This is an optimization exercise on Yosys and OpenROAD, whose aim is small area, a short achievable clock period and few clock cycles per item, not a production implementation.
Only simulation tests tie the RTL to the original design; equivalence was not proved.
Power is estimated from default activity; no workload was simulated.

<file path="design/flow/run.sh">
#!/bin/bash
# synth_recipe.tcl (not shown) runs the flow's synth.tcl, then flattens the netlist and writes it again
# the make line also repeats each setting of config.mk as NAME=value (left out here)
make -C /OpenROAD-flow-scripts/flow DESIGN_CONFIG=/design/flow/config.mk WORK_HOME=/design/flow/orfs CLKGATE_MAP_FILE= SYNTH_SCRIPT=/design/flow/synth_recipe.tcl finish
</file>
<file path="design/flow/config.mk">
export PLATFORM = sky130hd
export DESIGN_NAME = cmp_coder
export DESIGN_NICKNAME = cmp_coder
export VERILOG_FILES = /design/flow/design.v
export SDC_FILE = /design/flow/constraint.sdc
export NUM_CORES = 4
export LEC_CHECK = 0
export CAP_MARGIN = 20
export CORE_MARGIN = 2
export CORE_UTILIZATION = 40
export SLEW_MARGIN = 20
</file>
<file path="design/flow/constraint.sdc">
create_clock -name core_clock -period 11.0 [get_ports {clk}]
set_input_delay 2.2000 -clock core_clock [delete_from_list [all_inputs] [get_ports {clk}]]
set_output_delay 2.2000 -clock core_clock [all_outputs]
set_load 0.01 [all_outputs]
</file>
<file path="design/flow/design.v">
module cmp_coder (
    input  wire        clk,
    input  wire        rst,
    input  wire        start,
    input  wire        cfg_cfa,
    input  wire [1:0]  cfg_depth,
    input  wire [14:0] cfg_height,
    output wire        busy,
    input  wire        in_valid,
    input  wire [15:0] in_data,
    output wire        in_ready,
    output wire        out_valid,
    output wire [31:0] out_data,
    input  wire        out_ready,
    output wire        blk_valid,
    output wire [18:0] blk_len,
    output wire [7:0]  blk_chk,
    output wire        blk_raw,
    output wire        blk_last
);
    integer i, j;
    reg        busy_r;
    reg        stall_r;
    wire       adv = ~stall_r;
    reg        cfa;
    reg [1:0]  depth;
    reg [14:0] hm1;           
    wire [4:0]  bits = 5'd10 + {2'b00, depth, 1'b0};
    wire [15:0] mask = (depth == 2'd0) ? 16'h03FF :
                       (depth == 2'd1) ? 16'h0FFF :
                       (depth == 2'd2) ? 16'h3FFF : 16'hFFFF;
    wire [15:0] half = (depth == 2'd0) ? 16'h0200 :
                       (depth == 2'd1) ? 16'h0800 :
                       (depth == 2'd2) ? 16'h2000 : 16'h8000;
    always @(posedge clk) begin
        if (!busy_r) begin
            cfa   <= cfg_cfa;
            depth <= cfg_depth;
            hm1   <= cfg_height - 15'd1;
        end
    end
    reg [15:0] in_r;
    reg        inv_r;
    assign in_ready = ~stall_r;
    always @(posedge clk) begin
        if (adv)
            in_r <= in_data;
        if (rst)
            inv_r <= 1'b0;
        else if (adv)
            inv_r <= in_valid & (busy_r | start);
    end
    reg [5:0]  x;
    reg [14:0] y;
    wire shift_in = inv_r & adv;
    always @(posedge clk) begin
        if (!busy_r) begin
            x <= 6'd0;
            y <= 15'd0;
        end else if (shift_in) begin
            x <= x + 6'd1;
            if (x == 6'd63)
                y <= y + 15'd1;
        end
    end
    reg [15:0] hist [1:130];
    wire [15:0] pix = in_r & mask;
    always @(posedge clk) begin
        if (shift_in) begin
            hist[1] <= pix;
            for (i = 2; i <= 130; i = i + 1)
                hist[i] <= hist[i - 1];
        end
    end
    wire y_lt_s = cfa ? (y[14:1] == 14'd0) : (y == 15'd0);
    wire x_lt_s = cfa ? (x[5:1] == 5'd0) : (x == 6'd0);
    wire d_out  = cfa ? (x[5:1] == 5'd31) : (x == 6'd63);
    wire [15:0] h_a = cfa ? hist[2]   : hist[1];
    wire [15:0] h_b = cfa ? hist[128] : hist[64];
    wire [15:0] h_c = cfa ? hist[130] : hist[65];
    wire [15:0] h_d = cfa ? hist[126] : hist[63];
    reg [15:0] sa, sb, sc, sd;
    always @(*) begin
        if (y_lt_s && x_lt_s) begin
            sa = half; sb = half; sc = half; sd = half;
        end else if (y_lt_s) begin
            sa = h_a; sb = h_a; sc = h_a; sd = h_a;
        end else begin
            sb = h_b;
            sa = x_lt_s ? h_b : h_a;
            sc = x_lt_s ? h_b : h_c;
            sd = d_out  ? h_b : h_d;
        end
    end
    wire last_x    = (x == 6'd63);
    wire last_line = (y == hm1);
    reg [15:0] a1, b1, c1, d1, raw1;
    reg [1:0]  ph1;
    reg        be1, fe1, v1;
    always @(posedge clk) begin
        if (adv) begin
            a1   <= sa;
            b1   <= sb;
            c1   <= sc;
            d1   <= sd;
            raw1 <= pix;
            ph1  <= cfa ? {y[0], x[0]} : 2'b00;
            be1  <= last_x && ((y[4:0] == 5'd31) || last_line);
            fe1  <= last_x && last_line;
        end
        if (rst)
            v1 <= 1'b0;
        else if (adv)
            v1 <= inv_r;
    end
    wire        ab_gt = (a1 > b1);
    wire [15:0] mx_ab = ab_gt ? a1 : b1;
    wire [15:0] mn_ab = ab_gt ? b1 : a1;
    reg  [15:0] pred;
    always @(*) begin
        if (c1 >= mx_ab)      pred = mn_ab;
        else if (c1 <= mn_ab) pred = mx_ab;
        else                  pred = a1 + b1 - c1;
    end
    wire [15:0] g_db = (d1 > b1) ? d1 - b1 : b1 - d1;
    wire [15:0] g_bc = (b1 > c1) ? b1 - c1 : c1 - b1;
    wire [15:0] g_ca = (c1 > a1) ? c1 - a1 : a1 - c1;
    reg [15:0] pred2, raw2, gdb2, gbc2, gca2;
    reg [1:0]  ph2;
    reg        be2, fe2, v2;
    always @(posedge clk) begin
        if (adv) begin
            pred2 <= pred;
            raw2  <= raw1;
            gdb2  <= g_db;
            gbc2  <= g_bc;
            gca2  <= g_ca;
            ph2   <= ph1;
            be2   <= be1;
            fe2   <= fe1;
        end
        if (rst)
            v2 <= 1'b0;
        else if (adv)
            v2 <= v1;
    end
    wire [17:0] grad = {2'b00, gdb2} + {2'b00, gbc2} + {2'b00, gca2};
    wire [17:0] grad_s = (depth == 2'd0) ? (grad >> 2) :
                         (depth == 2'd1) ? (grad >> 4) :
                         (depth == 2'd2) ? (grad >> 6) : (grad >> 8);
    wire [2:0] cls = (grad_s[17:6] != 12'd0) ? 3'd7 :
                     grad_s[5] ? 3'd6 :
                     grad_s[4] ? 3'd5 :
                     grad_s[3] ? 3'd4 :
                     grad_s[2] ? 3'd3 :
                     grad_s[1] ? 3'd2 :
                     grad_s[0] ? 3'd1 : 3'd0;
    wire [15:0] diff = (raw2 - pred2) & mask;
    wire        neg  = |(diff & half);
    wire [16:0] m    = neg ? {~diff & mask, 1'b1} : {diff, 1'b0};
    reg [16:0] m3;
    reg [4:0]  ctx3;
    reg        be3, fe3, v3;
    always @(posedge clk) begin
        if (adv) begin
            m3   <= m;
            ctx3 <= {ph2, cls};
            be3  <= be2;
            fe3  <= fe2;
        end
        if (rst)
            v3 <= 1'b0;
        else if (adv)
            v3 <= v2;
    end
    reg [22:0] ctx_a [0:31];
    reg [5:0]  ctx_n [0:31];
    reg [31:0] ctx_ok;        
    wire [22:0] a0 = (depth == 2'd0) ? 23'd16 :
                     (depth == 2'd1) ? 23'd64 :
                     (depth == 2'd2) ? 23'd256 : 23'd1024;
    reg [22:0] ar;
    reg [5:0]  nr;
    reg [16:0] mu;
    reg [4:0]  ctxu;
    reg        beu, feu, vu;
    wire [22:0] a_sum = ar + {6'd0, mu};
    wire        n_wrap = (nr == 6'd63);
    wire [22:0] a_upd = n_wrap ? (a_sum >> 1) : a_sum;
    wire [5:0]  n_upd = n_wrap ? 6'd32 : nr + 6'd1;
    wire fwd = vu && (ctxu == ctx3);
    always @(posedge clk) begin
        if (adv) begin
            if (fwd) begin
                ar <= a_upd;
                nr <= n_upd;
            end else if (ctx_ok[ctx3]) begin
                ar <= ctx_a[ctx3];
                nr <= ctx_n[ctx3];
            end else begin
                ar <= a0;
                nr <= 6'd1;
            end
            mu   <= m3;
            ctxu <= ctx3;
            beu  <= be3;
            feu  <= fe3;
        end
        if (rst)
            vu <= 1'b0;
        else if (adv)
            vu <= v3;
    end
    always @(posedge clk) begin
        if (vu && adv) begin
            ctx_a[ctxu] <= a_upd;
            ctx_n[ctxu] <= n_upd;
        end
        if (!busy_r)
            ctx_ok <= 32'd0;
        else if (vu && adv)
            ctx_ok[ctxu] <= 1'b1;
    end
    reg [15:0] kt;
    reg [4:0]  kk;
    always @(*) begin
        for (j = 0; j < 16; j = j + 1)
            kt[j] = (((ar >> (j + 6)) != 23'd0) ||
                     ({ar[j +: 6], ((ar & ((23'd1 << j) - 23'd1)) != 23'd0)} > {nr, 1'b0}))
                    && (j < bits);
        kk = 5'd0;
        for (j = 0; j < 16; j = j + 1)
            if (kt[j]) kk = j + 1;
    end
    reg [4:0]  kc;
    reg [16:0] mc;
    reg        bec, fec, vc;
    always @(posedge clk) begin
        if (adv) begin
            kc  <= kk;
            mc  <= mu;
            bec <= beu;
            fec <= feu;
        end
        if (rst)
            vc <= 1'b0;
        else if (adv)
            vc <= vu;
    end
    wire [16:0] q     = mc >> kc;
    wire        esc   = (q[16:5] != 12'd0);
    wire [16:0] lowm  = (17'd1 << kc) - 17'd1;
    wire [16:0] cval  = esc ? mc : ((17'd1 << kc) | (mc & lowm));
    wire [5:0]  clen  = esc ? (6'd32 + {1'b0, bits}) : ({1'b0, q[4:0]} + 6'd1 + {1'b0, kc});
    reg [16:0] vp;
    reg [5:0]  lp;
    reg        bep, fep, vp_ok;
    always @(posedge clk) begin
        if (adv) begin
            vp  <= cval;
            lp  <= clen;
            bep <= bec;
            fep <= fec;
        end
        if (rst)
            vp_ok <= 1'b0;
        else if (adv)
            vp_ok <= vc;
    end
    reg [95:0]  acc;
    reg [6:0]   fill;
    reg         ov_r;         
    reg         cl;           
    reg [1:0]   cw;           
    reg [10:0]  raww;         
    reg         clast;        
    reg [11:0]  wcnt;
    reg [7:0]   crc;
    reg         bv_r, braw_r, blast_r;
    reg [11:0]  blen_r;
    reg [7:0]   bchk_r;
    wire        place = vp_ok & adv;
    wire [6:0]  e_end = fill + {1'b0, lp};
    wire [6:0]  e_rnd = bep ? ({e_end[6:5] + {1'b0, (e_end[4:0] != 5'd0)}, 5'd0}) : e_end;
    wire [63:0] tsh   = {15'd0, vp, 32'd0} >> e_end[4:0];
    wire [1:0]  ew    = e_end[6:5];
    reg  [95:0] acc_or;
    always @(*) begin
        acc_or = acc;
        if (place) begin
            case (ew)
            2'd0: acc_or[95:64] = acc[95:64] | tsh[31:0];
            2'd1: begin
                acc_or[95:64] = acc[95:64] | tsh[63:32];
                acc_or[63:32] = acc[63:32] | tsh[31:0];
            end
            2'd2: begin
                acc_or[63:32] = acc[63:32] | tsh[63:32];
                acc_or[31:0]  = acc[31:0]  | tsh[31:0];
            end
            default: acc_or[31:0] = acc[31:0] | tsh[63:32];
            endcase
        end
    end
    wire [6:0]  fill_add = place ? e_rnd : fill;
    wire        pop      = ov_r & out_ready;
    wire        lastpop  = pop & cl & (cw == 2'd1);
    wire [6:0]  fill_nx  = pop ? fill_add - 7'd32 : fill_add;
    wire        place_be = place & bep;
    wire        cl_nx    = place_be | (cl & ~lastpop);
    reg [7:0] crc_w;
    always @(*) begin
        crc_w = crc;
        for (j = 31; j >= 0; j = j - 1)
            crc_w = {crc_w[6:0], 1'b0} ^ ((crc_w[7] ^ acc[64 + j]) ? 8'h07 : 8'h00);
    end
    wire [5:0]  blines = fep ? ({1'b0, hm1[4:0]} + 6'd1) : 6'd32;
    wire [10:0] raw_nx = {5'd0, blines} * {5'd0, bits, 1'b0};
    wire        nbe = adv ? (bec & vc) : (bep & vp_ok);
    always @(posedge clk) begin
        if (!busy_r)
            acc <= 96'd0;
        else
            acc <= pop ? {acc_or[63:0], 32'd0} : acc_or;
        if (place_be) begin
            raww  <= raw_nx;
            clast <= fep;
        end
        blen_r <= wcnt + 12'd1;
        bchk_r <= crc_w;
        braw_r <= ({1'b0, wcnt} + 13'd1) >= {2'b00, raww};
        blast_r <= clast;
        if (rst) begin
            busy_r  <= 1'b0;
            stall_r <= 1'b0;
            fill    <= 7'd0;
            ov_r    <= 1'b0;
            cl      <= 1'b0;
            cw      <= 2'd0;
            wcnt    <= 12'd0;
            crc     <= 8'd0;
            bv_r    <= 1'b0;
        end else begin
            if (!busy_r)
                busy_r <= start;
            else if (bv_r && blast_r)
                busy_r <= 1'b0;
            fill    <= fill_nx;
            ov_r    <= (fill_nx >= 7'd32) && !lastpop;
            bv_r    <= lastpop;
            cl      <= cl_nx;
            if (place_be)
                cw <= e_rnd[6:5] - {1'b0, pop};
            else if (pop)
                cw <= cw - 2'd1;
            if (lastpop) begin
                wcnt <= 12'd0;
                crc  <= 8'd0;
            end else if (pop) begin
                wcnt <= wcnt + 12'd1;
                crc  <= crc_w;
            end
            stall_r <= (fill_nx > 7'd48) || (cl_nx && nbe);
        end
    end
    assign busy      = busy_r;
    assign out_valid = ov_r;
    assign out_data  = acc[95:64];
    assign blk_valid = bv_r;
    assign blk_len   = {7'd0, blen_r};
    assign blk_chk   = bchk_r;
    assign blk_raw   = braw_r;
    assign blk_last  = blast_r;
endmodule
</file>
==> results.sh, run 1 <==
export IMPL_async_reset_ff_share_pct=0
export IMPL_drc_errors=0
export IMPL_status="no timing/DRC/antenna violations"
export IMPL_syn_avg_cell_area_um2=18.0
export IMPL_regToRegEndpoint="pred2[0]"
export IMPL_grt_pass1_vias=66855
export IMPL_yosys_area_top_type="edfxtp_1"
export IMPL_rsz0062_at_grt="no"
export IMPL_synthXorXnorAreaFrac_pct=1.81
export IMPL_ys_flop_type="edfxtp_1"
export IMPL_hpwl_mm=182
export IMPL_core_um2=340000
export IMPL_ff2ff_setup_slack_ps=5130
export IMPL_power_density_nw_per_um2=225
export IMPL_syn_to_final_growth_pct=13.4
export IMPL_synth_top_family_by_area="multiplexers"
export IMPL_layout_commonest_cell="edfxtp_1"
export IMPL_drt_wl_total_mm=300
export IMPL_start_util_pct=40.2
export IMPL_synth_compound_area_share_pct=4.54
export IMPL_max_clock_freq_mhz=170
export IMPL_fin_tns_setup_ps=0
export IMPL_cp_end_kind="register"
export IMPL_viasPerCell=5.32
export IMPL_final_cell_mix="3346 x edfxtp_1, 388 x nor2_1, 383 x nand2_1"
export IMPL_n_fill_cell=28802
export IMPL_drtIter0Drc=6961
export IMPL_slew_headroom_pct=23.8
export IMPL_cp_start_kind="register"
export IMPL_synthAdderAreaFrac_pct=3.98
export IMPL_period_share_pct=53.3
export IMPL_ios=104
export IMPL_hp_class="register to register"
export IMPL_routedWlPerCell_um=23.6
export IMPL_gp_congestion=0.930
export IMPL_final_nets=8349
export IMPL_die_x_um=589
export IMPL_ys_warnings_count=2
export IMPL_drtAntennaViolNets=0
export IMPL_clockBufferDepth=4
export IMPL_r2r_start="b1[1]"
export IMPL_drv_cap=0
export IMPL_ys_seq_area_share_pct=76.5
export IMPL_worst_pin_slew_ps=1140
export IMPL_cts_root_buffer="clkbuf_16"
export IMPL_path_clk_slew_ps=60
export IMPL_grt_overflow_total=0
export IMPL_firstDrtPassIters=6
export IMPL_ys_ff_latch=3558
export IMPL_post_cts_buffers=0
export IMPL_ctsHoldBuffers=0
export IMPL_die_area_um2=347000
export IMPL_drive_gt1_share_pct=13.9
export IMPL_numPortBuffers=96
export IMPL_critPathMaxFanout=47
export IMPL_synth_area_leaders="edfxtp_1 73%, mux4_2 5.5%, ha_1 3.3%"
export IMPL_cts_buffers=358
export IMPL_grt_pass1_wl_mm=444
export IMPL_power_uw=34800
export IMPL_hold_viol_final=0
export IMPL_synth_cell_types=88
export IMPL_maxSlewViolCount=0
export IMPL_yosysTopAreaCellShare_pct=73.4
export IMPL_fp_dieH_um=589
export IMPL_synth_edf_count=3346
export IMPL_cts_tree="yes"
export IMPL_synth_cells=7587
export IMPL_critPathArrivalTime_ps=6520
export IMPL_worstHoldPathCells=0
export IMPL_worstPathRequired_ps=11660
export IMPL_grt_antenna_before_repair=9
export IMPL_min_from="clast"
export IMPL_h_tree_depth=5
export IMPL_syn_area_um2=137000
export IMPL_finalSetupViolations=0
export IMPL_core_rowCount=214
export IMPL_worstRegToRegCells=20
export IMPL_cts_sinks=3558
export IMPL_vias=67716
export IMPL_worstSetupPathType="register to register"
export IMPL_insertion_delay_ps=940
export IMPL_grt_max_degree=204
export IMPL_min_period_ps=5870
export IMPL_gr_usage_all_layers_pct=17.0
export IMPL_skew_ps=42.9
export IMPL_synthSimpleGateAreaFrac_pct=4.38
export IMPL_power_leakage_uw=0.0532
export IMPL_vdd_ir_drop_max_mv=0.137
export IMPL_hold_path_end="blast_r"
export IMPL_cts_resized=0
export IMPL_synth_mux_area_share_pct=7.18
## routing by layer
layer / GRT usage, % / vias up / wire, um
met1: 25.8 / 35010 / 140000
met2: 25.5 / 2082 / 134000
li1: - / 30129 / -
met4: 4.86 / 0 / 7900
met3: 2.24 / 495 / 17700
met5: 0 / - / 0
## synth_stat cells (24+ instances only)
cell	instances
inv_1	231
nor2_1	423
edfxtp_1	3346
o22ai_1	28
nor2b_1	63
a21o_1	84
a31oi_1	37
nand2b_1	37
a21oi_1	317
mux2i_1	170
xor2_1	105
fa_1	45
buf_2	27
and3_1	57
nand2_1	385
buf_4	41
a211oi_1	29
nand4_1	40
nor4_1	25
o21a_1	51
ha_1	363
mux2_2	54
xnor2_1	151
buf_1	34
or3_1	30
mux4_2	334
dfxtp_1	212
clkbuf_1	190
a221oi_1	40
o21ai_0	188
o31ai_1	24
nor3_1	81
nand3_1	59
and2_1	33
## cell type report
cell class / count / area (um^2) / area share [%]
diodes: 7 / 17.5 / 0.0113
clock buffers: 443 / 9540 / 6.15
clock inverters: 204 / 1860 / 1.20
inverters: 233 / 885 / 0.570
multi-input cells: 3509 / 30200 / 19.5
flip-flops and latches: 3558 / 105000 / 67.5
well taps: 4536 / 5680 / 3.66
repair buffers: 242 / 2250 / 1.45
## through the flow
stage	cells	utilization [%]	setup slack [ps]	hold WS, ps	area (um^2)
after floorplan	7593	-	475	323	137000
after global placement	12075	42.3	4980	327	144000
after detailed placement	12076	42.3	5150	349	144000
after CTS	12723	45.6	5150	360	155000
after global routing	12729	45.6	4800	367	155000
final	12732	45.6	5130	360	155000
## critical path, cell delays in order (launching register included)
cell and delay [ps]:
edfxtp_1 560, inv_1 330, ha_1 310, nor2b_1 130
o21a_1 160, o21a_1 160, o21bai_1 170, a211oi_1 170
o21ai_4 170, buf_4 530, mux2i_1 330, ha_1 280
nor2b_1 140, o21a_1 160, o21ai_0 210, a21oi_1 110
a31oi_1 180, o21ai_0 150, nand2_1 680, mux2_2 410
mux2_2 260
## worst max path at each step
stage	start	end	cells past startpoint
finish	b1[1]	pred2[0]	20
global route	b1[1]	pred2[14]	20
CTS	b1[1]	pred2[0]	20
detailed placement	b1[1]	pred2[0]	20
global placement	b1[1]	pred2[0]	20
floorplan	stall_r	y[12]	9
## report_power, final
group          total, uW  switching, uW  internal, uW
combinational       6380           3980          2400
clock              11800           5040          6810
sequential         16600            461         16200
total              34800           9480         25400
## cell families (layout without fill, tap and decap cells)
logic type / after synthesis / count (layout)
other: 1 / 14
multiplexers: 558 / 558
adder cells (fa/ha/maj): 408 / 408
buffers and inverters: 526 / 1122
flip-flops: 3558 / 3558
XOR/XNOR: 267 / 267
AND/OR/NAND/NOR: 1294 / 1294
AO/OA/AOI/OAI: 975 / 975
## state kept, by name, summed over array words and instances (netlist names), 17 cells and up
register,flops
acc,96
ar,23
ctx_a,736
ctx_n,192
ctx_ok,32
hist,2080
m3,17
mc,17
mu,17
vp,17
Testbench counts, summed over its fixed seeds: cycles 80,840, pixels 80,512.
==> inputs of run 2 (changes only) <==
--- a/design/flow/design.v
+++ b/design/flow/design.v
@@ -25,4 +25,5 @@
     reg        cfa;
     reg [1:0]  depth;
+    reg [14:0] height;
     reg [14:0] hm1;           
     wire [4:0]  bits = 5'd10 + {2'b00, depth, 1'b0};
@@ -37,6 +38,7 @@
             cfa   <= cfg_cfa;
             depth <= cfg_depth;
-            hm1   <= cfg_height - 15'd1;
+            height <= cfg_height;
         end
+        hm1 <= height - 15'd1;
     end
     reg [15:0] in_r;
@@ -80,50 +82,24 @@
     wire [15:0] h_c = cfa ? hist[130] : hist[65];
     wire [15:0] h_d = cfa ? hist[126] : hist[63];
-    reg [15:0] sa, sb, sc, sd;
+    wire        ab_gt = (h_a > h_b);
+    wire        ca_ge = (h_c >= h_a);
+    wire        cb_ge = (h_c >= h_b);
+    wire        ca_le = (h_c <= h_a);
+    wire        cb_le = (h_c <= h_b);
+    wire [15:0] abc   = h_a + h_b - h_c;
+    reg  [15:0] med;
     always @(*) begin
-        if (y_lt_s && x_lt_s) begin
-            sa = half; sb = half; sc = half; sd = half;
-        end else if (y_lt_s) begin
-            sa = h_a; sb = h_a; sc = h_a; sd = h_a;
-        end else begin
-            sb = h_b;
-            sa = x_lt_s ? h_b : h_a;
-            sc = x_lt_s ? h_b : h_c;
-            sd = d_out  ? h_b : h_d;
-        end
-    end
+        if (ca_ge && cb_ge)      med = ab_gt ? h_b : h_a;
+        else if (ca_le && cb_le) med = ab_gt ? h_a : h_b;
+        else                     med = abc;
+    end
+    wire [15:0] g_db = (h_d > h_b) ? h_d - h_b : h_b - h_d;
+    wire [15:0] g_bc = cb_ge ? h_c - h_b : h_b - h_c;
+    wire [15:0] g_ca = ca_ge ? h_c - h_a : h_a - h_c;
+    wire [15:0] pred = (y_lt_s && x_lt_s) ? half :
+                       y_lt_s ? h_a :
+                       x_lt_s ? h_b : med;
     wire last_x    = (x == 6'd63);
     wire last_line = (y == hm1);
-    reg [15:0] a1, b1, c1, d1, raw1;
-    reg [1:0]  ph1;
-    reg        be1, fe1, v1;
-    always @(posedge clk) begin
-        if (adv) begin
-            a1   <= sa;
-            b1   <= sb;
-            c1   <= sc;
-            d1   <= sd;
-            raw1 <= pix;
-            ph1  <= cfa ? {y[0], x[0]} : 2'b00;
-            be1  <= last_x && ((y[4:0] == 5'd31) || last_line);
-            fe1  <= last_x && last_line;
-        end
-        if (rst)
-            v1 <= 1'b0;
-        else if (adv)
-            v1 <= inv_r;
-    end
-    wire        ab_gt = (a1 > b1);
-    wire [15:0] mx_ab = ab_gt ? a1 : b1;
-    wire [15:0] mn_ab = ab_gt ? b1 : a1;
-    reg  [15:0] pred;
-    always @(*) begin
-        if (c1 >= mx_ab)      pred = mn_ab;
-        else if (c1 <= mn_ab) pred = mx_ab;
-        else                  pred = a1 + b1 - c1;
-    end
-    wire [15:0] g_db = (d1 > b1) ? d1 - b1 : b1 - d1;
-    wire [15:0] g_bc = (b1 > c1) ? b1 - c1 : c1 - b1;
-    wire [15:0] g_ca = (c1 > a1) ? c1 - a1 : a1 - c1;
     reg [15:0] pred2, raw2, gdb2, gbc2, gca2;
     reg [1:0]  ph2;
@@ -132,16 +108,16 @@
         if (adv) begin
             pred2 <= pred;
-            raw2  <= raw1;
-            gdb2  <= g_db;
-            gbc2  <= g_bc;
-            gca2  <= g_ca;
-            ph2   <= ph1;
-            be2   <= be1;
-            fe2   <= fe1;
+            raw2  <= pix;
+            gdb2  <= (y_lt_s || d_out) ? 16'd0 : g_db;
+            gbc2  <= (y_lt_s || x_lt_s) ? 16'd0 : g_bc;
+            gca2  <= (y_lt_s || x_lt_s) ? 16'd0 : g_ca;
+            ph2   <= cfa ? {y[0], x[0]} : 2'b00;
+            be2   <= last_x && ((y[4:0] == 5'd31) || last_line);
+            fe2   <= last_x && last_line;
         end
         if (rst)
             v2 <= 1'b0;
         else if (adv)
-            v2 <= v1;
+            v2 <= inv_r;
     end
     wire [17:0] grad = {2'b00, gdb2} + {2'b00, gbc2} + {2'b00, gca2};
@@ -223,5 +199,4 @@
     end
     reg [15:0] kt;
-    reg [4:0]  kk;
     always @(*) begin
         for (j = 0; j < 16; j = j + 1)
@@ -229,14 +204,11 @@
                      ({ar[j +: 6], ((ar & ((23'd1 << j) - 23'd1)) != 23'd0)} > {nr, 1'b0}))
                     && (j < bits);
-        kk = 5'd0;
-        for (j = 0; j < 16; j = j + 1)
-            if (kt[j]) kk = j + 1;
     end
-    reg [4:0]  kc;
+    reg [15:0] ktc;
     reg [16:0] mc;
     reg        bec, fec, vc;
     always @(posedge clk) begin
         if (adv) begin
-            kc  <= kk;
+            ktc <= kt;
             mc  <= mu;
             bec <= beu;
@@ -248,9 +220,25 @@
             vc <= vu;
     end
-    wire [16:0] q     = mc >> kc;
-    wire        esc   = (q[16:5] != 12'd0);
-    wire [16:0] lowm  = (17'd1 << kc) - 17'd1;
-    wire [16:0] cval  = esc ? mc : ((17'd1 << kc) | (mc & lowm));
-    wire [5:0]  clen  = esc ? (6'd32 + {1'b0, bits}) : ({1'b0, q[4:0]} + 6'd1 + {1'b0, kc});
+    wire [16:0] kone = {ktc, 1'b1} & ~{1'b0, ktc};    
+    wire [4:0]  kc   = {ktc[15],
+                        ktc[7] & ~ktc[15],
+                        (ktc[3] & ~ktc[7]) | (ktc[11] & ~ktc[15]),
+                        (ktc[1] & ~ktc[3]) | (ktc[5] & ~ktc[7]) | (ktc[9] & ~ktc[11]) | (ktc[13] & ~ktc[15]),
+                        (ktc[0] & ~ktc[1]) | (ktc[2] & ~ktc[3]) | (ktc[4] & ~ktc[5]) | (ktc[6] & ~ktc[7]) |
+                        (ktc[8] & ~ktc[9]) | (ktc[10] & ~ktc[11]) | (ktc[12] & ~ktc[13]) | (ktc[14] & ~ktc[15])};
+    reg  [4:0]  q5;
+    reg         esc;
+    always @(*) begin
+        for (i = 0; i < 5; i = i + 1) begin
+            q5[i] = 1'b0;
+            for (j = 0; j + i < 17; j = j + 1)
+                q5[i] = q5[i] | (kone[j] & mc[i + j]);
+        end
+        esc = 1'b0;
+        for (i = 5; i < 17; i = i + 1)
+            esc = esc | (mc[i] & ~ktc[i - 5]);
+    end
+    wire [16:0] cval = esc ? mc : ((mc & {1'b0, ktc}) | kone);
+    wire [5:0]  clen = esc ? (6'd32 + {1'b0, bits}) : ({1'b0, q5} + {1'b0, kc} + 6'd1);
     reg [16:0] vp;
     reg [5:0]  lp;
@@ -315,6 +303,10 @@
             crc_w = {crc_w[6:0], 1'b0} ^ ((crc_w[7] ^ acc[64 + j]) ? 8'h07 : 8'h00);
     end
-    wire [5:0]  blines = fep ? ({1'b0, hm1[4:0]} + 6'd1) : 6'd32;
-    wire [10:0] raw_nx = {5'd0, blines} * {5'd0, bits, 1'b0};
+    reg  [10:0] raw_full, raw_last;
+    always @(posedge clk) begin
+        raw_full <= {bits, 6'd0};
+        raw_last <= ({5'd0, hm1[4:0]} + 11'd1) * {5'd0, bits, 1'b0};
+    end
+    wire [10:0] raw_nx = fep ? raw_last : raw_full;
     wire        nbe = adv ? (bec & vc) : (bep & vp_ok);
     always @(posedge clk) begin
==> design/flow/flow/run.sh (new file) <==
#!/bin/bash
bash standard.sh SETUP_SLACK_MARGIN=7.5 finish > standard_flow.log 2>&1
==> design/flow/standard.sh (new file) <==
#!/bin/bash
# synth_recipe.tcl (not shown) runs the flow's synth.tcl, then flattens the netlist and writes it again
# the make line also repeats each setting of config.mk as NAME=value (left out here)
make -C /OpenROAD-flow-scripts/flow DESIGN_CONFIG=/design/flow/config.mk WORK_HOME=/design/flow/orfs CLKGATE_MAP_FILE= SYNTH_SCRIPT=/design/flow/synth_recipe.tcl "${@:-finish}"
removed: design/flow/run.sh
==> run 2 against run 1 <==
- clock power hardly changed
- total power is 0.64% lower
- critical path depth is 2 lower
- critical path type unchanged
==> results.sh, run 2 <==
export IMPL_largest_reg_flops=2080
export IMPL_vdd_ir_drop_max_mv=0.170
export IMPL_ctsHoldBuffers=0
export IMPL_utilization_pct=47.9
export IMPL_hold_path_end="blast_r"
export IMPL_drc_errors=0
export IMPL_min_period_ps=4230
export IMPL_ys_seq_area_share_pct=77.4
export IMPL_synth_area_leaders="edfxtp_1 74%, mux4_2 5.1%, dfxtp_1 3.6%"
export IMPL_final_nets=8378
export IMPL_grt_antenna_before_repair=12
export IMPL_final_cell_mix="3273 x edfxtp_1, 393 x nor2_1, 362 x clkbuf_16"
export IMPL_hpwl_mm=172
export IMPL_firstDrtPassIters=6
export IMPL_synth_commonest_cells="3273 x edfxtp_1, 451 x nor2_1, 331 x ha_1"
export IMPL_h_tree_depth=5
export IMPL_met3_usage_pct=2.17
export IMPL_ys_warnings_count=2
export IMPL_layout_commonest_cell="edfxtp_1"
export IMPL_ys_flop_type="edfxtp_1"
export IMPL_ff2ff_setup_slack_ps=6770
export IMPL_drtIter0Drc=6156
export IMPL_rsz0062_at_grt="yes"
export IMPL_die_x_um=581
export IMPL_drt_wl_total_mm=297
export IMPL_drtAntennaViolNets=0
export IMPL_reg_top3="hist x2080, ctx_a x736, ctx_n x192"
export IMPL_power_density_nw_per_um2=219
export IMPL_power_leakage_uw=0.0541
export IMPL_skew_ps=81.0
export IMPL_viasPerCell=5.29
export IMPL_critPathArrivalTime_ps=4910
export IMPL_slew_headroom_pct=28.4
export IMPL_grt_max_degree=197
export IMPL_core_um2=331000
export IMPL_period_share_pct=38.4
export IMPL_cts_tree="yes"
export IMPL_use_met1_pct=25.0
export IMPL_status="no timing/DRC/antenna violations"
export IMPL_clockBufferDepth=4
export IMPL_fin_tns_setup_ps=0
export IMPL_gp_congestion=0.860
export IMPL_worstHoldPathCells=0
export IMPL_drive_gt1_share_pct=23.4
export IMPL_hp_class="register to register"
export IMPL_worstRegToRegCells=18
export IMPL_ys_ff_latch=3512
export IMPL_cts_root_buffer="clkbuf_16"
export IMPL_core_rowCount=211
export IMPL_grt_pass1_wl_mm=435
export IMPL_grt_pass1_vias=65985
export IMPL_hold_viol_final=0
export IMPL_insertion_delay_ps=940
export IMPL_finalSetupViolations=0
export IMPL_start_util_pct=40.2
export IMPL_synth_cell_types=97
export IMPL_maxSlewViolCount=0
export IMPL_regMostFlops="hist"
export IMPL_syn_to_final_growth_pct=19.0
export IMPL_vias=66791
export IMPL_stdcell_area_um2=158000
export IMPL_die_area_um2=337000
export IMPL_r2r_start="cfa"
export IMPL_cts_sinks=3512
export IMPL_syn_avg_cell_area_um2=18.3
export IMPL_syn_area_um2=133000
export IMPL_yosys_area_top_type="edfxtp_1"
export IMPL_yosysTopAreaCellShare_pct=73.8
export IMPL_use_met2_pct=26.8
export IMPL_min_from="clast"
export IMPL_routedWlPerCell_um=23.6
export IMPL_worstSetupPathType="register to register"
export IMPL_cp_start_kind="register"
export IMPL_cts_buffers=354
export IMPL_ios=104
export IMPL_async_reset_ff_share_pct=0
export IMPL_synth_cells=7291
export IMPL_critPathMaxFanout=4
export IMPL_fp_dieH_um=581
export IMPL_gr_usage_all_layers_pct=17.1
export IMPL_synth_most_common_cell="edfxtp_1"
export IMPL_numPortBuffers=96
export IMPL_dpl_cell_area_um2=140000
export IMPL_regToRegEndpoint="pred2[15]"
export IMPL_worstPathRequired_ps=11680
export IMPL_worst_pin_slew_ps=1070
export IMPL_grt_overflow_total=0
export IMPL_max_clock_freq_mhz=237
export IMPL_synth_edf_count=3273
export IMPL_drv_cap=0
export IMPL_busiest_layer="met2"
export IMPL_cp_end_kind="register"
export IMPL_path_clk_slew_ps=60
## run 2: cell count changes after synthesis, sizes merged, moves of 26 or more
cell / previous run / this run
a21oi: 317 / 249
dfxtp: 212 / 239
edfxtp: 3346 / 3273
clkbuf: 190 / 164
ha: 363 / 331
o21ai: 192 / 163
mux4: 334 / 302
a211oi: 29 / 60
nand2: 385 / 305
nor2: 423 / 451
## run 2: worst max-delay path by stage
stage | end | cells past startpoint | slack, ps | startpoint
2_1_floorplan | y[13] | 9 | 4180 | stall_r
3_3_place_gp | pred2[15] | 16 | 4480 | cfa
3_5_place_dp | pred2[13] | 15 | 4660 | cfa
4_1_cts | pred2[14] | 18 | 6810 | cfa
5_1_grt | pred2[15] | 18 | 6630 | cfa
6_report | pred2[15] | 18 | 6770 | cfa
## run 2: timing repair
item	4_1_cts	5_1_grt
cloned	23	11
setup endpoints to repair	1491	1227
buffers inserted	173	126
gates resized for setup	830	356
pin swaps	84	192
## run 2: per-layer routing
layer / wire (um) / up-vias
met4: 8080 / 2
met1: 134000 / 34691
met2: 139000 / 1929
met5: 13 / -
met3: 16600 / 472
li1: - / 29697
## run 2: metrics by stage
stage	worst slack, ps	total power, uW	std cells	hold slack (ps)
2_1_floorplan	4180	20500	7297	323
3_3_place_gp	4480	22200	11639	344
5_1_grt	6630	36000	12619	374
6_report	6770	34600	12623	367
3_5_place_dp	4660	22300	11640	360
4_1_cts	6810	34700	12481	370
## run 2: where the power goes
part / total, uW / leakage [uW] / switching, uW / internal [uW]
clock: 11800 / 0.00555 / 5050 / 6750
sequential: 16300 / 0.0326 / 447 / 15900
combinational: 6520 / 0.0159 / 3740 / 2780
total: 34600 / 0.0541 / 9240 / 25400
## run 2: cell type report
cell class,instances,area (um^2)
clock inverter,217,2210
antenna,5,12.5
fill,27232,172000
timing repair buffer,567,6090
tap,4366,5460
clock buffer,428,9250
inverter,239,930
sequential,3512,103000
multi-input combinational,3289,31200
## run 2: critical path, cell delays in order (launching register included)
cell        delay [ps]
edfxtp_1           410
buf_12             170
buf_16             130
mux2_4             220
clkinvlp_4         140
fa_1               550
inv_1               60
ha_1               270
a21o_1             170
a21o_1             200
a2111oi_4          380
o21ai_2            150
o41ai_4            300
buf_4              190
nand2b_4           120
a21oi_2             70
xnor2_1            150
o22ai_1             80
o21a_1             190
## run 2: kinds of logic after synthesis
kind of cell	count (synthesis)	synth area share [%]
DFF	3512	77.4
and+or+nand+nor	1226	4.25
AOI/OAI and AO/OA	880	4.31
muxes	508	6.70
buffers and inverters	502	1.60
adders and majority gates	376	3.79
xor gates and xnor gates	286	1.91
other	1	0.00282
Testbench counts of run 2, summed over its fixed seeds: cycles 80,808, pixels 80,512.
==> inputs of run 3 (changes only) <==
==> design/flow/run.sh (new file) <==
#!/bin/bash
# synth_recipe.tcl (not shown) runs the flow's synth.tcl, then flattens the netlist and writes it again
# the make line also repeats each setting of config.mk as NAME=value (left out here)
make -C /OpenROAD-flow-scripts/flow DESIGN_CONFIG=/design/flow/config.mk WORK_HOME=/design/flow/orfs CLKGATE_MAP_FILE= SYNTH_SCRIPT=/design/flow/synth_recipe.tcl finish
removed: design/flow/flow/run.sh
removed: design/flow/standard.sh
==> run 3 against run 2 <==
- worst setup slack got worse by 2300 ps
- clock-buffer cell count up 7
- clock power barely moved
- critical endpoint unchanged
- largest power group unchanged
==> results.sh, run 3 <==
export IMPL_status="no timing/DRC/antenna violations"
export IMPL_dpl_cell_area_um2=140000
export IMPL_drc_errors=0
export IMPL_min_from="clast"
export IMPL_hpwl_mm=172
export IMPL_grt_overflow_total=0
export IMPL_critPathBufInv=3
export IMPL_vias=64834
export IMPL_cts_tree="yes"
export IMPL_h_tree_depth=5
export IMPL_dp_worst_setup_slack_ps=4350
export IMPL_worstPathCellList="buf_4 > mux2_2 > inv_1 > fa_1 > inv_1 > ha_1 > a21o_1 > a21o_1 > a2111oi_0 > o21ai_0 > o41ai_1 > nand2b_1 > a21oi_1 > xnor2_1 > o22ai_1 > o21a_1"
export IMPL_drtIter0Drc=6286
export IMPL_ios=104
export IMPL_r2r_start="cfa"
export IMPL_ctsHoldBuffers=0
export IMPL_hold_path_end="blast_r"
export IMPL_yosysTopAreaCellShare_pct=73.8
export IMPL_power_leakage_uw=0.0514
export IMPL_ff2ff_setup_slack_ps=4460
export IMPL_min_period_ps=6540
export IMPL_die_area_um2=337000
export IMPL_worstRegToRegCells=16
export IMPL_ys_seq_area_share_pct=77.4
export IMPL_routedWlPerCell_um=23.3
export IMPL_worstPathRequired_ps=11690
export IMPL_slew_headroom_pct=16.7
export IMPL_regMostFlops="hist"
export IMPL_layout_commonest_cell="edfxtp_1"
export IMPL_cts_resized=0
export IMPL_firstDrtPassIters=8
export IMPL_ys_ff_latch=3512
export IMPL_core_um2=331000
export IMPL_core_rowCount=211
export IMPL_grt_max_degree=204
export IMPL_ys_warnings_count=2
export IMPL_numPortBuffers=96
export IMPL_skew_ps=103
export IMPL_period_share_pct=59.5
export IMPL_hp_class="register to register"
export IMPL_synth_cells=7291
export IMPL_max_stage_delay_ps=820
export IMPL_dp_cells=11639
export IMPL_drive_gt1_share_pct=13.8
export IMPL_stdcell_area_um2=151000
export IMPL_finalSetupViolations=0
export IMPL_cp_end_kind="register"
export IMPL_path_clk_slew_ps=60
export IMPL_n_fill_cell=27777
export IMPL_syn_area_um2=133000
export IMPL_worst_pin_slew_ps=1250
export IMPL_synth_cell_types=97
export IMPL_syn_avg_cell_area_um2=18.3
export IMPL_multi_input_area_um2=28200
export IMPL_yosys_area_top_type="edfxtp_1"
export IMPL_drv_cap=0
export IMPL_critPathArrivalTime_ps=7230
export IMPL_synth_area_leaders="edfxtp_1 74%, mux4_2 5.1%, dfxtp_1 3.6%"
export IMPL_ys_flop_type="edfxtp_1"
export IMPL_fp_dieH_um=581
export IMPL_gp_congestion=0.879
export IMPL_finalNonFillerCells=12283
export IMPL_cts_buffers=354
export IMPL_clockBufferDepth=4
export IMPL_largest_reg_flops=2080
export IMPL_worstSetupPathType="register to register"
export IMPL_final_cell_mix="3273 x edfxtp_1, 416 x nor2_1, 362 x clkbuf_16"
export IMPL_critical_path_slowest_cell="o41ai_1"
export IMPL_fin_tns_setup_ps=0
export IMPL_post_cts_buffers=0
export IMPL_drt_wl_total_mm=286
export IMPL_worstHoldPathCells=0
export IMPL_vdd_ir_drop_max_mv=0.183
export IMPL_synth_commonest_cells="3273 x edfxtp_1, 451 x nor2_1, 331 x ha_1"
export IMPL_cts_sinks=3512
export IMPL_fin_ws_ps=4460
export IMPL_drtAntennaViolNets=0
export IMPL_grt_pass1_vias=64829
export IMPL_power_density_nw_per_um2=224
export IMPL_critPathMaxFanout=36
export IMPL_regToRegEndpoint="pred2[15]"
export IMPL_path_delay_family="compound AO/OA/AOI/OAI gates"
export IMPL_seqCellArea_um2=103000
export IMPL_synth_most_common_cell="edfxtp_1"
export IMPL_async_reset_ff_share_pct=0
export IMPL_final_nets=8045
export IMPL_synth_edf_count=3273
export IMPL_cp_start_kind="register"
export IMPL_cts_root_buffer="clkbuf_16"
export IMPL_grt_pass1_wl_mm=422
export IMPL_syn_to_final_growth_pct=13.6
export IMPL_hold_viol_final=0
export IMPL_fin_hold_ws_ps=344
export IMPL_grt_antenna_before_repair=11
export IMPL_viasPerCell=5.28
export IMPL_reg_top3="hist x2080, ctx_a x736, ctx_n x192"
export IMPL_die_x_um=581
export IMPL_gr_usage_all_layers_pct=16.6
export IMPL_maxSlewViolCount=0
export IMPL_rsz0062_at_grt="no"
export IMPL_insertion_delay_ps=930
export IMPL_max_clock_freq_mhz=153
export IMPL_start_util_pct=40.2
run 3: logic make-up after synthesis:
group | Yosys count | share of synthesized area [%]
flip-flops | 3512 | 77.4
AND/OR/NAND/NOR | 1226 | 4.25
AO/OA/AOI/OAI | 880 | 4.31
multiplexers | 508 | 6.70
buffers and inverters | 502 | 1.60
adder cells (fa/ha/maj) | 376 | 3.79
XOR/XNOR | 286 | 1.91
other | 1 | 0.00282
run 3: per-layer routing:
layer  wire [um]  up-vias  track usage (%)
li1            -    28970                -
met1      128000    33382             23.9
met2      133000     1955             26.0
met3       16400      525             2.42
met4        8130        2             5.22
met5          11        -                0
run 3: layout make-up:
cell class              count  share of cell area, %
well taps                4366                   3.61
clock inverters           206                   1.32
clock buffers             435                   6.20
flip-flops and latches   3512                   68.2
multi-input cells        3283                   18.6
repair buffers            240                   1.44
inverters                 239                  0.601
diodes                      2                0.00331
run 3: where the power goes:
part	internal (uW)	switching [uW]	total, uW	leakage [uW]
registers	15900	428	16300	0.0326
logic	2280	3450	5730	0.0132
clock network	6790	4990	11800	0.00551
run 3: worst register-to-register path, stage by stage (launching register included):
cell and delay, ps:
edfxtp_1 660, buf_4 730, mux2_2 540, inv_1 330, fa_1 530, inv_1 80, ha_1 230, a21o_1 180
a21o_1 210, a2111oi_0 810, o21ai_0 330, o41ai_1 820, nand2b_1 200, a21oi_1 90, xnor2_1 210, o22ai_1 110
o21a_1 220
run 3: stage by stage:
stage	utilization, %	power [uW]
final	45.7	33800
after global routing	45.7	35200
after CTS	45.7	34200
after detailed placement	42.2	22300
after global placement	42.2	22200
after floorplan	-	20600
run 3: worst max-delay path by stage:
stage / startpoint / to / slack (ps) / cells past startpoint
finish: cfa / pred2[15] / 4460 / 16
global route: cfa / pred2[15] / 4170 / 16
detailed placement: cfa / pred2[15] / 4350 / 16
global placement: cfa / pred2[15] / 4340 / 16
floorplan: inv_r / y[13] / 360 / 9
CTS: cfa / pred2[15] / 4340 / 16
==> inputs of run 4 (changes only) <==
--- a/design/flow/design.v
+++ b/design/flow/design.v
@@ -21,6 +21,6 @@
     integer i, j;
     reg        busy_r;
-    reg        stall_r;
-    wire       adv = ~stall_r;
+    reg        rdy_r;         
+    wire       adv = rdy_r;
     reg        cfa;
     reg [1:0]  depth;
@@ -44,5 +44,5 @@
     reg [15:0] in_r;
     reg        inv_r;
-    assign in_ready = ~stall_r;
+    assign in_ready = rdy_r;
     always @(posedge clk) begin
         if (adv)
@@ -78,8 +78,13 @@
     wire x_lt_s = cfa ? (x[5:1] == 5'd0) : (x == 6'd0);
     wire d_out  = cfa ? (x[5:1] == 5'd31) : (x == 6'd63);
-    wire [15:0] h_a = cfa ? hist[2]   : hist[1];
-    wire [15:0] h_b = cfa ? hist[128] : hist[64];
-    wire [15:0] h_c = cfa ? hist[130] : hist[65];
-    wire [15:0] h_d = cfa ? hist[126] : hist[63];
+    reg  [15:0] h_a, h_b, h_c, h_d;
+    always @(posedge clk) begin
+        if (shift_in) begin
+            h_a <= cfa ? hist[1]   : pix;
+            h_b <= cfa ? hist[127] : hist[63];
+            h_c <= cfa ? hist[129] : hist[64];
+            h_d <= cfa ? hist[125] : hist[62];
+        end
+    end
     wire        ab_gt = (h_a > h_b);
     wire        ca_ge = (h_c >= h_a);
@@ -304,7 +309,11 @@
     end
     reg  [10:0] raw_full, raw_last;
+    reg  [5:0]  lines_last;
     always @(posedge clk) begin
-        raw_full <= {bits, 6'd0};
-        raw_last <= ({5'd0, hm1[4:0]} + 11'd1) * {5'd0, bits, 1'b0};
+        lines_last <= {1'b0, hm1[4:0]} + 6'd1;
+        raw_full   <= {bits, 6'd0};
+        raw_last   <= {1'b0, lines_last, 4'd0} + {3'd0, lines_last, 2'd0} +
+                      (depth[0] ? {3'd0, lines_last, 2'd0} : 11'd0) +
+                      (depth[1] ? {2'd0, lines_last, 3'd0} : 11'd0);
     end
     wire [10:0] raw_nx = fep ? raw_last : raw_full;
@@ -325,5 +334,5 @@
         if (rst) begin
             busy_r  <= 1'b0;
-            stall_r <= 1'b0;
+            rdy_r   <= 1'b1;
             fill    <= 7'd0;
             ov_r    <= 1'b0;
@@ -353,5 +362,5 @@
                 crc  <= crc_w;
             end
-            stall_r <= (fill_nx > 7'd48) || (cl_nx && nbe);
+            rdy_r   <= !((fill_nx > 7'd48) || (cl_nx && nbe));
         end
     end
==> design/flow/flow/run.sh (new file) <==
#!/bin/bash
set -o pipefail
bash standard.sh SETUP_SLACK_MARGIN=7.6 finish > standard_flow.log 2>&1
==> design/flow/standard.sh (new file) <==
#!/bin/bash
# synth_recipe.tcl (not shown) runs the flow's synth.tcl, then flattens the netlist and writes it again
# the make line also repeats each setting of config.mk as NAME=value (left out here)
make -C /OpenROAD-flow-scripts/flow DESIGN_CONFIG=/design/flow/config.mk WORK_HOME=/design/flow/orfs CLKGATE_MAP_FILE= SYNTH_SCRIPT=/design/flow/synth_recipe.tcl "${@:-finish}"
--- a/design/flow/config.mk
+++ b/design/flow/config.mk
@@ -8,4 +8,7 @@
 export CAP_MARGIN = 20
 export CORE_MARGIN = 2
-export CORE_UTILIZATION = 40
+export CORE_UTILIZATION = 55
+export CTS_BUF_LIST = sky130_fd_sc_hd__clkbuf_16
+export CTS_CLUSTER_DIAMETER = 100
+export CTS_CLUSTER_SIZE = 25
 export SLEW_MARGIN = 20
removed: design/flow/run.sh
==> run 4 against run 3 <==
- synthesized cell count up 0.81%
- sequential share of layout area up 1.4 points
- critical path depth down 1
- routed wire length up 1.1%
- die area down 26%
- non-clock buffer count up 275
- largest power group unchanged
- highest routed layer unchanged
==> results.sh, run 4 <==
export IMPL_yosysTopAreaCellShare_pct=74.1
export IMPL_vias=65613
export IMPL_max_clock_freq_mhz=257
export IMPL_ios=104
export IMPL_hpwl_mm=160
export IMPL_power_leakage_uw=0.0512
export IMPL_ys_seq_area_share_pct=77.7
export IMPL_drtAntennaViolNets=0
export IMPL_min_period_ps=3890
export IMPL_numPortBuffers=96
export IMPL_fin_hold_ws_ps=353
export IMPL_cp_end_kind="register"
export IMPL_synth_cell_types=88
export IMPL_gp_congestion=0.910
export IMPL_cp_startpoint="gdb2[4]"
export IMPL_max_stage_delay_ps=510
export IMPL_ctsHoldBuffers=0
export IMPL_viasPerCell=5.94
export IMPL_largest_reg_flops=2064
export IMPL_ys_flop_type="edfxtp_1"
export IMPL_synthSimpleGateAreaFrac_pct=4.28
export IMPL_cts_buffers=167
export IMPL_synth_area_leaders="edfxtp_1 74%, mux4_2 5.1%, dfxtp_1 3.6%"
export IMPL_cp_start_kind="register"
export IMPL_syn_to_final_growth_pct=11.9
export IMPL_r2r_start="gdb2[4]"
export IMPL_period_share_pct=35.3
export IMPL_maxSlewViolCount=0
export IMPL_grt_overflow_total=0
export IMPL_cts_sinks=3566
export IMPL_worst_pin_slew_ps=1130
export IMPL_dp_cells=10515
export IMPL_gr_usage_all_layers_pct=22.6
export IMPL_h_tree_depth=4
export IMPL_critPathBufInv=2
export IMPL_ys_ff_latch=3566
export IMPL_path_clk_slew_ps=100
export IMPL_skew_ps=75.4
export IMPL_worstHoldPathCells=0
export IMPL_worstRegToRegCells=15
export IMPL_syn_area_um2=135000
export IMPL_grt_pass1_wl_mm=417
export IMPL_path_delay_family="simple AND/OR/NAND/NOR gates"
export IMPL_synth_top_family_by_area="multiplexers"
export IMPL_min_from="clast"
export IMPL_rsz0062_at_grt="yes"
export IMPL_cp_depth=15
export IMPL_fin_ws_ps=7110
export IMPL_ff2ff_setup_slack_ps=7110
export IMPL_core_rowCount=181
export IMPL_fin_tns_setup_ps=0
export IMPL_grt_antenna_before_repair=8
export IMPL_dp_worst_setup_slack_ps=6220
export IMPL_die_x_um=499
export IMPL_synthXorXnorAreaFrac_pct=1.94
export IMPL_critPathMaxFanout=5
export IMPL_vdd_ir_drop_max_mv=0.160
export IMPL_synth_mux_area_share_pct=6.51
export IMPL_utilization_pct=61.9
export IMPL_synth_compound_area_share_pct=4.21
export IMPL_syn_avg_cell_area_um2=18.3
export IMPL_synth_edf_count=3321
export IMPL_die_area_um2=249000
export IMPL_worstSetupPathType="register to register"
export IMPL_worstPathCellList="fa_1 > ha_1 > and3_1 > a221oi_4 > buf_4 > nor3_1 > a311oi_2 > buf_4 > mux2i_1 > mux2i_1 > o21ai_1 > a211oi_1 > a211oi_1 > nor3_1 > or3_4"
export IMPL_synth_cells=7350
export IMPL_grt_max_degree=189
export IMPL_routedWlPerCell_um=26.2
export IMPL_critPathArrivalTime_ps=4450
export IMPL_insertion_delay_ps=860
export IMPL_synth_most_common_cell="edfxtp_1"
export IMPL_synth_commonest_cells="3321 x edfxtp_1, 470 x nor2_1, 333 x nand2_1"
export IMPL_final_nets=8199
export IMPL_slew_headroom_pct=24.6
export IMPL_drive_gt1_share_pct=19.8
export IMPL_layout_commonest_cell="edfxtp_1"
export IMPL_finalNonFillerCells=11037
export IMPL_status="no timing/DRC/antenna violations"
export IMPL_ys_warnings_count=2
export IMPL_core_um2=243000
export IMPL_firstDrtPassIters=8
export IMPL_reg_top3="hist x2064, ctx_a x736, ctx_n x192"
export IMPL_cts_tree="yes"
export IMPL_power_density_nw_per_um2=195
export IMPL_synthAdderAreaFrac_pct=3.74
export IMPL_fp_dieH_um=499
export IMPL_finalSetupViolations=0
export IMPL_drv_cap=0
export IMPL_drc_errors=0
export IMPL_drtIter0Drc=7669
export IMPL_drt_wl_total_mm=289
export IMPL_worstPathRequired_ps=11560
export IMPL_regMostFlops="hist"
export IMPL_clockBufferDepth=3
export IMPL_final_cell_mix="3321 x edfxtp_1, 414 x nor2_1, 316 x nand2_1"
export IMPL_start_util_pct=55.3
export IMPL_cts_root_buffer="clkbuf_16"
export IMPL_grt_pass1_vias=62811
export IMPL_hp_class="register to register"
export IMPL_async_reset_ff_share_pct=0
export IMPL_critical_path_slowest_cell="fa_1"
export IMPL_yosys_area_top_type="edfxtp_1"
export IMPL_hold_viol_final=0
## run 4: power breakdown
group | switching (uW) | leakage [uW] | internal [uW]
Combinational | 3470 | 0.0157 | 2540
Sequential | 433 | 0.0331 | 16100
Clock | 4050 | 0.00238 | 2880
Total | 7950 | 0.0512 | 21500
## run 4: worst paths after layout
check	endpoint
setup reg to reg	ctx3[0]
setup / recovery	ctx3[0]
hold reg to reg	blast_r
hold / removal	blast_r
## run 4: what timing repair did
action,CTS,global route
endpoints found under the setup margin,2902,1807
gates resized for setup,698,288
endpoints found under the hold margin,0,0
gates cloned,20,13
setup buffers,187,86
pin swaps,122,140
## run 4: per-stage QoR
| step | cell area [um^2] | power [uW] |
|---|---|---|
| finish | 151000 | 29400 |
| global route | 151000 | 30600 |
| CTS | 148000 | 29300 |
| detailed placement | 140000 | 22100 |
| global placement | 140000 | 22000 |
| floorplan | 135000 | 21100 |
## run 4: cell families (layout without fill, tap and decap cells)
family	count (synthesis)	after routing
fa+ha+maj	372	372
buf+inv	509	973
simple gates	1256	1261
xor+xnor	291	291
compound gates	871	872
other cells	1	13
mux	484	487
flops	3566	3566
## run 4: per-layer routing
layer | up-vias | track usage [%] | part of all wire, %
li1 | 29089 | - | -
met1 | 33967 | 35.8 | 46
met2 | 2148 | 33.6 | 45
met3 | 405 | 3.09 | 6.5
met4 | 4 | 5.54 | 2.6
met5 | - | 0 | 0.0080
## run 4: cell type report
cell class | instances | area, um^2
antenna | 6 | 15.0
clock buffer | 171 | 4280
inverter | 247 | 945
timing repair inverter | 1 | 5.00
multi-input combinational | 3290 | 30700
tap | 3202 | 4010
sequential | 3566 | 105000
clock inverter | 39 | 539
fill | 17249 | 92600
timing repair buffer | 515 | 5370
## run 4: worst register-to-register path, stage by stage (launching register included)
cell	delay [ps]
edfxtp_1	430
fa_1	510
ha_1	410
and3_1	260
a221oi_4	100
buf_4	160
nor3_1	260
a311oi_2	80
buf_4	170
mux2i_1	120
mux2i_1	80
o21ai_1	220
a211oi_1	70
a211oi_1	230
nor3_1	90
or3_4	400
Testbench counts of run 4, summed over its fixed seeds: cycles 80,808, pixels 80,512.
==> inputs of run 5 (changes only) <==
--- a/design/flow/design.v
+++ b/design/flow/design.v
@@ -20,7 +20,10 @@
 );
     integer i, j;
-    reg        busy_r;
+    reg        busy_r;        
+    reg        idle_r;        
+    reg        stall_r;       
     reg        rdy_r;         
-    wire       adv = rdy_r;
+    wire       adv = ~stall_r;
+    wire       act = ~idle_r;
     reg        cfa;
     reg [1:0]  depth;
@@ -35,5 +38,5 @@
                        (depth == 2'd2) ? 16'h2000 : 16'h8000;
     always @(posedge clk) begin
-        if (!busy_r) begin
+        if (idle_r) begin
             cfa   <= cfg_cfa;
             depth <= cfg_depth;
@@ -51,5 +54,5 @@
             inv_r <= 1'b0;
         else if (adv)
-            inv_r <= in_valid & (busy_r | start);
+            inv_r <= in_valid & (act | start);
     end
     reg [5:0]  x;
@@ -57,5 +60,5 @@
     wire shift_in = inv_r & adv;
     always @(posedge clk) begin
-        if (!busy_r) begin
+        if (idle_r) begin
             x <= 6'd0;
             y <= 15'd0;
@@ -127,24 +130,16 @@
     end
     wire [17:0] grad = {2'b00, gdb2} + {2'b00, gbc2} + {2'b00, gca2};
-    wire [17:0] grad_s = (depth == 2'd0) ? (grad >> 2) :
-                         (depth == 2'd1) ? (grad >> 4) :
-                         (depth == 2'd2) ? (grad >> 6) : (grad >> 8);
-    wire [2:0] cls = (grad_s[17:6] != 12'd0) ? 3'd7 :
-                     grad_s[5] ? 3'd6 :
-                     grad_s[4] ? 3'd5 :
-                     grad_s[3] ? 3'd4 :
-                     grad_s[2] ? 3'd3 :
-                     grad_s[1] ? 3'd2 :
-                     grad_s[0] ? 3'd1 : 3'd0;
     wire [15:0] diff = (raw2 - pred2) & mask;
     wire        neg  = |(diff & half);
     wire [16:0] m    = neg ? {~diff & mask, 1'b1} : {diff, 1'b0};
+    reg [15:0] gr3;            
     reg [16:0] m3;
-    reg [4:0]  ctx3;
+    reg [1:0]  ph3;
     reg        be3, fe3, v3;
     always @(posedge clk) begin
         if (adv) begin
+            gr3  <= grad[17:2];
             m3   <= m;
-            ctx3 <= {ph2, cls};
+            ph3  <= ph2;
             be3  <= be2;
             fe3  <= fe2;
@@ -155,4 +150,29 @@
             v3 <= v2;
     end
+    wire [15:0] grad_s = (depth == 2'd0) ? gr3 :
+                         (depth == 2'd1) ? (gr3 >> 2) :
+                         (depth == 2'd2) ? (gr3 >> 4) : (gr3 >> 6);
+    wire [2:0] cls = (grad_s[15:6] != 10'd0) ? 3'd7 :
+                     grad_s[5] ? 3'd6 :
+                     grad_s[4] ? 3'd5 :
+                     grad_s[3] ? 3'd4 :
+                     grad_s[2] ? 3'd3 :
+                     grad_s[1] ? 3'd2 :
+                     grad_s[0] ? 3'd1 : 3'd0;
+    reg [16:0] m4;
+    reg [4:0]  ctx4;
+    reg        be4, fe4, v4;
+    always @(posedge clk) begin
+        if (adv) begin
+            m4   <= m3;
+            ctx4 <= {ph3, cls};
+            be4  <= be3;
+            fe4  <= fe3;
+        end
+        if (rst)
+            v4 <= 1'b0;
+        else if (adv)
+            v4 <= v3;
+    end
     reg [22:0] ctx_a [0:31];
     reg [5:0]  ctx_n [0:31];
@@ -170,5 +190,5 @@
     wire [22:0] a_upd = n_wrap ? (a_sum >> 1) : a_sum;
     wire [5:0]  n_upd = n_wrap ? 6'd32 : nr + 6'd1;
-    wire fwd = vu && (ctxu == ctx3);
+    wire fwd = vu && (ctxu == ctx4);
     always @(posedge clk) begin
         if (adv) begin
@@ -176,20 +196,20 @@
                 ar <= a_upd;
                 nr <= n_upd;
-            end else if (ctx_ok[ctx3]) begin
-                ar <= ctx_a[ctx3];
-                nr <= ctx_n[ctx3];
+            end else if (ctx_ok[ctx4]) begin
+                ar <= ctx_a[ctx4];
+                nr <= ctx_n[ctx4];
             end else begin
                 ar <= a0;
                 nr <= 6'd1;
             end
-            mu   <= m3;
-            ctxu <= ctx3;
-            beu  <= be3;
-            feu  <= fe3;
+            mu   <= m4;
+            ctxu <= ctx4;
+            beu  <= be4;
+            feu  <= fe4;
         end
         if (rst)
             vu <= 1'b0;
         else if (adv)
-            vu <= v3;
+            vu <= v4;
     end
     always @(posedge clk) begin
@@ -198,5 +218,5 @@
             ctx_n[ctxu] <= n_upd;
         end
-        if (!busy_r)
+        if (idle_r)
             ctx_ok <= 32'd0;
         else if (vu && adv)
@@ -320,5 +340,5 @@
     wire        nbe = adv ? (bec & vc) : (bep & vp_ok);
     always @(posedge clk) begin
-        if (!busy_r)
+        if (idle_r)
             acc <= 96'd0;
         else
@@ -334,4 +354,6 @@
         if (rst) begin
             busy_r  <= 1'b0;
+            idle_r  <= 1'b1;
+            stall_r <= 1'b0;
             rdy_r   <= 1'b1;
             fill    <= 7'd0;
@@ -343,8 +365,11 @@
             bv_r    <= 1'b0;
         end else begin
-            if (!busy_r)
+            if (idle_r) begin
                 busy_r <= start;
-            else if (bv_r && blast_r)
+                idle_r <= ~start;
+            end else if (bv_r && blast_r) begin
                 busy_r <= 1'b0;
+                idle_r <= 1'b1;
+            end
             fill    <= fill_nx;
             ov_r    <= (fill_nx >= 7'd32) && !lastpop;
@@ -362,4 +387,5 @@
                 crc  <= crc_w;
             end
+            stall_r <= (fill_nx > 7'd48) || (cl_nx && nbe);
             rdy_r   <= !((fill_nx > 7'd48) || (cl_nx && nbe));
         end
==> run 5 against run 4 <==
- maximum frequency increased by 9.1%
- critical endpoint is now out_data[6]
- utilization decreased by 0.75 points
- highest routed layer is now met4
- die area increased by 0.71%
- still clean
- sequential cell count increased by 40
==> results.sh, run 5 <==
export IMPL_cts_root_buffer="clkbuf_16"
export IMPL_numPortBuffers=96
export IMPL_ys_seq_area_share_pct=78.0
export IMPL_ios=104
export IMPL_ys_flop_type="edfxtp_1"
export IMPL_reg_top3="hist x2064, ctx_a x736, ctx_n x192"
export IMPL_fin_ws_ps=7440
export IMPL_h_tree_depth=4
export IMPL_yosysTopAreaCellShare_pct=74.4
export IMPL_ys_ff_latch=3606
export IMPL_dp_worst_setup_slack_ps=5610
export IMPL_critPathArrivalTime_ps=1360
export IMPL_routedWlPerCell_um=25.0
export IMPL_core_um2=245000
export IMPL_critPathBufInv=1
export IMPL_worstPathCellList="buf_6"
export IMPL_die_area_um2=250000
export IMPL_cp_end_kind="output pin"
export IMPL_gp_congestion=0.871
export IMPL_grt_max_degree=193
export IMPL_drtAntennaViolNets=0
export IMPL_synth_area_leaders="edfxtp_1 74%, mux4_2 5.1%, dfxtp_1 3.7%"
export IMPL_rsz0062_at_grt="yes"
export IMPL_sequentialPowerShare_pct=57.4
export IMPL_synth_commonest_cells="3358 x edfxtp_1, 474 x nor2_1, 321 x ha_1"
export IMPL_max_stage_delay_ps=410
export IMPL_viasPerCell=5.87
export IMPL_drive_gt1_share_pct=18.6
export IMPL_gr_usage_all_layers_pct=21.5
export IMPL_synth_cells=7311
export IMPL_power_clock_fraction_pct=24.1
export IMPL_syn_avg_cell_area_um2=18.5
export IMPL_fp_dieH_um=500
export IMPL_skew_ps=59.0
export IMPL_layout_commonest_cell="edfxtp_1"
export IMPL_yosys_area_top_type="edfxtp_1"
export IMPL_cts_sinks=3606
export IMPL_n_fill_cell=17494
export IMPL_syn_area_um2=136000
export IMPL_ctsHoldBuffers=0
export IMPL_grt_pass1_wl_mm=402
export IMPL_maxSlewViolCount=0
export IMPL_worst_pin_slew_ps=1130
export IMPL_firstDrtPassIters=6
export IMPL_critical_path_slowest_cell="dfxtp_4"
export IMPL_hp_class="register to register"
export IMPL_path_delay_family="flip-flops"
export IMPL_synth_cell_types=100
export IMPL_cts_tree="yes"
export IMPL_async_reset_ff_share_pct=0
export IMPL_final_nets=8139
export IMPL_cp_start_kind="register"
export IMPL_die_x_um=500
export IMPL_regMostFlops="hist"
export IMPL_grt_antenna_before_repair=8
export IMPL_insertion_delay_ps=850
export IMPL_final_cell_mix="3358 x edfxtp_1, 423 x nor2_1, 305 x mux4_2"
export IMPL_period_share_pct=32.4
export IMPL_core_rowCount=182
export IMPL_syn_to_final_growth_pct=10.8
export IMPL_start_util_pct=55.2
export IMPL_critPathMaxFanout=2
export IMPL_drt_wl_total_mm=275
export IMPL_grt_pass1_vias=61969
export IMPL_utilization_pct=61.2
export IMPL_hold_viol_final=0
export IMPL_cts_buffers=168
export IMPL_drv_cap=0
export IMPL_status="no timing/DRC/antenna violations"
export IMPL_netSwitchingFraction_pct=26.1
export IMPL_power_leakage_uw=0.0507
export IMPL_path_clk_slew_ps=100
export IMPL_synth_most_common_cell="edfxtp_1"
export IMPL_largest_reg_flops=2064
export IMPL_p_comb_share_pct=18.5
export IMPL_drtIter0Drc=6755
export IMPL_min_period_ps=3560
export IMPL_vias=64497
export IMPL_slew_headroom_pct=24.7
export IMPL_clockBufferDepth=3
export IMPL_ys_warnings_count=2
export IMPL_synth_edf_count=3358
export IMPL_hpwl_mm=159
export IMPL_finalSetupViolations=0
export IMPL_cellInternalPower_uw=21300
export IMPL_power_density_nw_per_um2=192
export IMPL_vdd_ir_drop_max_mv=0.158
export IMPL_worstSetupPathType="register to output pin"
export IMPL_grt_overflow_total=0
export IMPL_fin_hold_ws_ps=350
export IMPL_max_clock_freq_mhz=281
export IMPL_worstPathRequired_ps=8800
export IMPL_switchingPower_uw=7540
export IMPL_fin_tns_setup_ps=0
export IMPL_drc_errors=0
-- run 5: kinds of logic (layout without fill, tap and decap cells) --
kind of cell             count (synthesis)  after routing  share of synthesized area [%]
AO/OA/AOI/OAI                          880            883                           4.26
AND/OR/NAND/NOR                       1155           1156                           3.92
other                                    1             13                        0.00277
flip-flops                            3606           3606                           78.0
multiplexers                           502            502                           6.60
XOR/XNOR                               292            292                           1.90
buffers and inverters                  503            949                           1.56
adder cells (fa/ha/maj)                372            372                           3.72
-- run 5: routing by layer --
metal | track usage, % | routed length [um]
met1 | 34.1 | 129000
met5 | 0 | 0
met4 | 4.82 | 6250
met2 | 31.9 | 124000
met3 | 2.91 | 16400
-- run 5: layout make-up --
type,instances,area (um^2),area share (%)
diodes,6,15.0,0.0100
clock buffers,170,4250,2.83
inverters,247,951,0.633
clock inverters,39,561,0.373
repair buffers,493,4920,3.27
multi-input cells,3212,29500,19.6
flip-flops and latches,3606,106000,70.6
well taps,3220,4030,2.68
-- run 5: what timing repair did --
action,CTS,global route
gates resized for setup,557,282
gates cloned,9,12
setup endpoints to repair,1728,1246
setup buffers,165,85
endpoints found under the hold margin,0,0
pin swaps,62,111
-- run 5: stage by stage --
step	std cells	power [uW]	area, um^2
floorplan	7317	20300	136000
finish	10993	28800	150000
CTS	10890	28900	148000
global placement	10507	21700	141000
global route	10988	30000	150000
detailed placement	10507	21800	141000
-- run 5: path summary, 6_finish.rpt --
check        startpoint          end  slack, ps  cells after the start
max             acc[70]  out_data[6]       7440                      1
min               clast      blast_r        350                      0
max reg2reg      h_c[0]    pred2[14]       7450                     17
min reg2reg       clast      blast_r        350                      0
-- run 5: power by group through the flow --
stage	Clock (uW)	Combinational (uW)	Sequential (uW)
floorplan	0	3510	16800
global placement	0	4790	16900
detailed placement	0	4850	16900
CTS	7220	5150	16600
global route	7630	5790	16600
finish	6940	5340	16600
Testbench counts of run 5, summed over its fixed seeds: cycles 80,840, pixels 80,512.

==> re-timing with driven ports <==
Ports are ideal in the flow. The routed layouts listed here were re-timed in OpenROAD.
Step 1 (the two cells are an assumption about what drives the block):
set clk [get_ports {clk}]
set_driving_cell -lib_cell sky130_fd_sc_hd__clkbuf_16 $clk
set_driving_cell -lib_cell sky130_fd_sc_hd__buf_2 [delete_from_list [all_inputs] $clk]
Step 2 adds t to the input delays and takes it off the output delays; t is the mean of the earliest and latest rising clock arrival at the registers after step 1. Input paths then give back, and output paths get back, about the clock's delay inside the block.
a / b / c = no drivers / after step 1 / after step 2; a / b = the first two.
run	t, ns	setup slack, ns	worst data-port slew with drivers (ns)	cell pins on the clock port's net
run 1	1.026	5.134 / 5.134 / 5.134	0.13	1
run 2	1.006	6.773 / 6.773 / 6.773	0.08	1
run 3	0.987	4.457 / 4.457 / 4.457	0.08	1
run 4	0.920	7.113 / 7.113 / 6.834	0.08	1
run 5	0.913	7.436 / 7.349 / 6.816	0.12	1
After both steps setup and hold are still met in every run listed. The setup slack of run 5, which loses most, moves by -0.087 ns with the drivers and by -0.620 ns with both steps.
